Context: an optimization exercise on an open-source flow, tuned for small area and a short achievable clock period. The choices shown serve that exercise and are no tape-out recipe.
Function was checked by simulation only, so behaviour that the tests miss may differ from the original.
Power and IR drop assume default switching activity.

== try-quartz ==
Design gx_cmac, start of the top module:
module gx_cmac (
    input  wire        clk,
    input  wire        rst,          
    input  wire        in_valid,
    input  wire        in_first,     
    input  wire        in_last,      
    input  wire        in_conj,      
    input  wire        in_sat,       
    input  wire [1:0]  in_mode,      
    input  wire [5:0]  in_shift,     
    input  wire [39:0] in_a,         
    input  wire [39:0] in_c,         
    output reg         out_valid,
    output reg  [19:0] out_re,
    output reg  [19:0] out_im,
    output reg         out_ov        
);
    reg        s0_vlast, s0_first, s0_conj, s0_sat;
    reg [1:0]  s0_mode;
    reg [5:0]  s0_shift;
    reg [19:0] a_re, a_im, c_re, c_im;
    always @(posedge clk) begin
        if (rst)
            s0_vlast <= 1'b0;
        else
            s0_vlast <= in_valid & in_last;
        s0_first <= in_valid & in_first;
        s0_conj  <= in_conj;
        s0_sat   <= in_sat;
        s0_mode  <= in_mode;
        s0_shift <= in_shift;
        a_re     <= in_a[19:0];
        a_im     <= in_a[39:20];
        c_re     <= in_valid ? in_c[19:0]  : 20'd0;
  ...
Size: about 5400 cells after synthesis, about 140 I/O pins, roughly 61000 um2 of cells after synthesis.
clock: 11.0 ns
lec_check: 0
cap_margin: 20
core_margin: 2
core_utilization: 40
slew_margin: 20
synth_hierarchical: 1
standard.sh (not shown) runs the stock make flow with config.mk's settings and CLKGATE_MAP_FILE= SYNTH_SCRIPT=/design/flow/synth_recipe.tcl, a recipe that flattens the netlist after the stock synthesis.
==> flow/flow/run.sh <==
#!/bin/bash
# Standard ORFS layout, with timing repair aimed at a shorter period than the clock:
# repair_timing keeps working on paths with less than MARGIN ns of slack.
set -euo pipefail
MARGIN=7
bash standard.sh SETUP_SLACK_MARGIN=$MARGIN finish > standard.log 2>&1
try-quartz: flow completed, timing, DRC and antenna clean
> inputs changed (try-quartz -> try-violet)
==> flow/run.sh (new file) <==
#!/bin/bash
# synth_recipe.tcl (not shown) runs the flow's synth.tcl, then flattens the netlist and writes it again
# the make line also repeats each setting of config.mk as NAME=value (left out here)
make -C /OpenROAD-flow-scripts/flow DESIGN_CONFIG=/design/flow/config.mk WORK_HOME=/design/flow/orfs CLKGATE_MAP_FILE= SYNTH_SCRIPT=/design/flow/synth_recipe.tcl finish
removed: flow/flow/run.sh
removed: flow/standard.sh
==> notes.md <==
- try-violet — final worst-path cycle share 14 points higher, try-quartz as reference
- Looking at cell count along the critical path, try-violet sits above try-quartz.
- Compared with try-quartz, try-violet shows a higher relative contribution of the clock network to total power.
- try-violet against try-quartz: met1 layer usage reported by global route fell 3.6 points, final core area utilization fell by 7.3 points.

## wip/quartz
Another version of the RTL of gx_cmac (not shown whole).
For scale: about 140 I/O pins.
export LEC_CHECK = 0
export CAP_MARGIN = 20
export CORE_MARGIN = 2
export CORE_UTILIZATION = 40
export SLEW_MARGIN = 20
export SYNTH_HIERARCHICAL = 1
create_clock -name core_clock -period 11.0 [get_ports {clk}]
==> flow/flow/run.sh <==
#!/bin/bash
# Layout: standard synthesis; every combinational cell set to drive strength 1; then the
# standard ORFS layout, with port buffers of buf_1 and timing repair aimed below the clock
# period (SETUP_SLACK_MARGIN, from flow/margin.txt).
set -euo pipefail
MARGIN=$(cat flow/margin.txt)
RES=orfs/results/$FLOW_PLATFORM/gx_cmac/base
bash standard.sh "$PWD/$RES/1_2_yosys.v" > synth.log 2>&1
python3 flow/downsize.py "$RES/1_2_yosys.v" "$FLOW_HOME/platforms/$FLOW_PLATFORM/lib/sky130_fd_sc_hd__tt_025C_1v80.lib" > downsize.log 2>&1
bash standard.sh SETUP_SLACK_MARGIN=$MARGIN "BUFFER_PORTS_ARGS=-buffer_cell sky130_fd_sc_hd__buf_1" finish > layout.log 2>&1
==> flow/flow/downsize.py <==
#!/usr/bin/env python3
"""Set every combinational cell of a synthesized netlist to its drive-strength-1 variant
(same function and pins); flip-flops are left as they are. Timing repair later sizes
cells up again where the layout needs it."""
import re, sys

net, lib = sys.argv[1], sys.argv[2]
names = set(re.findall(r'cell\s*\(\s*"?(sky130_fd_sc_hd__\w+)"?\s*\)', open(lib).read()))
keep = ('df', 'dl', 'sdf', 'edf', 'conb', 'clk', 'tap', 'fill', 'decap', 'diode')
src = open(net).read()
count = {}

def sub(m):
    cell = m.group(1)
    base, size = m.group(2), m.group(3)
    if size == '1' or base.startswith(keep):
        return m.group(0)
    small = f"sky130_fd_sc_hd__{base}_1"
    if small not in names:
        return m.group(0)
    count[cell] = count.get(cell, 0) + 1
    return m.group(0).replace(cell, small, 1)

out = re.sub(r'(?m)^(\s*)(?=sky130)', r'\1', src)
out = re.sub(r'(sky130_fd_sc_hd__([a-z0-9]+(?:_[a-z0-9]+)*?)_(\d+))(?=\s+\S+\s*\()', sub, src)
open(net, 'w').write(out)
for k, v in sorted(count.items()):
    print(f"{k}: {v}")
print("resized", sum(count.values()))
==> flow/flow/margin.txt <==
6.5
Looking at the reports, wip/quartz completed the entire flow and the layout it produced met the timing, design-rule and antenna checks.
Here is what was changed in the inputs of wip/lagoon compared with wip/quartz.
- a change of CORE_UTILIZATION from 40 to 55
==> flow/flow/margin.txt <==
7.0
### Flow results
- wip/lagoon did not finish; a tool error ended it in global routing.
- The die boundary width in wip/lagoon sits 56 um below the value recorded for wip/quartz.
- Diff wip/quartz -> wip/lagoon: post-placement worst setup slack -0.51 ns; total instance count after detailed placement -612; placement-stage cell area -about 1.5%; post-cts gate resize count +about 700%; number of setup buffers added after CTS +306.
- As far as total CTS buffers goes, wip/lagoon and wip/quartz are indistinguishable; the numbers are identical.
- Min effective utilization at floorplan across wip/quartz and wip/lagoon: wip/quartz
- Sort wip/quartz and wip/lagoon by chip height, ascending, and wip/lagoon comes first.
- Per the comparison of wip/lagoon with wip/quartz, average cell area after synthesis essentially unchanged; synthesized cell count essentially unchanged.

rev 12:
gx_cmac, a different RTL version from the one above (not shown whole).
Size: ~6100 cells after synthesis, about 140 I/O pins, about 0.060 mm^2 of cells after synthesis.
export LEC_CHECK = 0
export CAP_MARGIN = 20
export CORE_MARGIN = 2
export CORE_UTILIZATION = 40
export SLEW_MARGIN = 20
export SYNTH_HIERARCHICAL = 1
create_clock -name core_clock -period 11.0 [get_ports {clk}]
==> flow/flow/margin.txt <==
7.0
Scripts as last shown in full above: flow/flow/run.sh, flow/flow/downsize.py
Edits applied to the flow inputs when going from rev 12 to rev 13:
Settings: CTS_BUF_LIST now sky130_fd_sc_hd__clkbuf_4 sky130_fd_sc_hd__clkbuf_8, previously not set.
Findings:
- Timing, DRC, antenna: 0 failures across rev 13 and rev 12
- On wire length per cell, rev 13 and rev 12 are basically level.
- Cell area, rev 13 and rev 12, higher one = rev 13.
- Comparing rev 13 and rev 12, utilization is higher on rev 13.
- Of rev 13 and rev 12, the lower wire length belongs to rev 12.
- Looking at rev 13 and rev 12, the clock buffer and inverter area fraction after layout is a wash.
- Compared with rev 12, rev 13 shows a higher portion of total power attributed to combinational logic.
- Relative to rev 12, worst max-slew margin expressed relative to the limit has increased by 1.2 points in rev 13.
- As far as number of instances in the synthesized netlist goes, rev 12 and rev 13 are indistinguishable; the numbers are identical.

-- separate check: timing with driven ports --
How much do the figures lean on ideal ports? The routed layouts below were timed once more, with nothing changed but the port constraints. Step 1, drivers: a clkbuf_16 drives clk and a buf_2 each remaining input, both assumed. Step 2 also shifts input and output timing later by t, the mid clock arrival at the registers, as if the neighbouring blocks saw the same clock. a / b / c = ideal ports / drivers / drivers and shift; a / b = the first two.
run	t, ns	slack for setup (ns)	hold slack, ns	slew at the worst register clock pin (ns)
try-quartz	0.748	6.176 / 6.176 / 6.176	0.323 / 0.323 / 0.323	0.07 / 0.07
try-violet	0.738	4.583 / 4.583 / 4.583	0.325 / 0.325 / 0.325	0.09 / 0.09
wip/quartz	0.770	6.498 / 6.498 / 6.498	0.315 / 0.315 / 0.315	0.09 / 0.09
rev 12	0.786	6.905 / 6.905 / 6.411	0.324 / 0.324 / 0.324	0.08 / 0.08
rev 13	0.910	6.915 / 6.915 / 6.422	0.312 / 0.312 / 0.312	0.07 / 0.07
After both steps every run listed still meets setup and hold. The setup slack of rev 12, which loses most, moves by 0.000 ns with the drivers and by -0.494 ns with both steps.
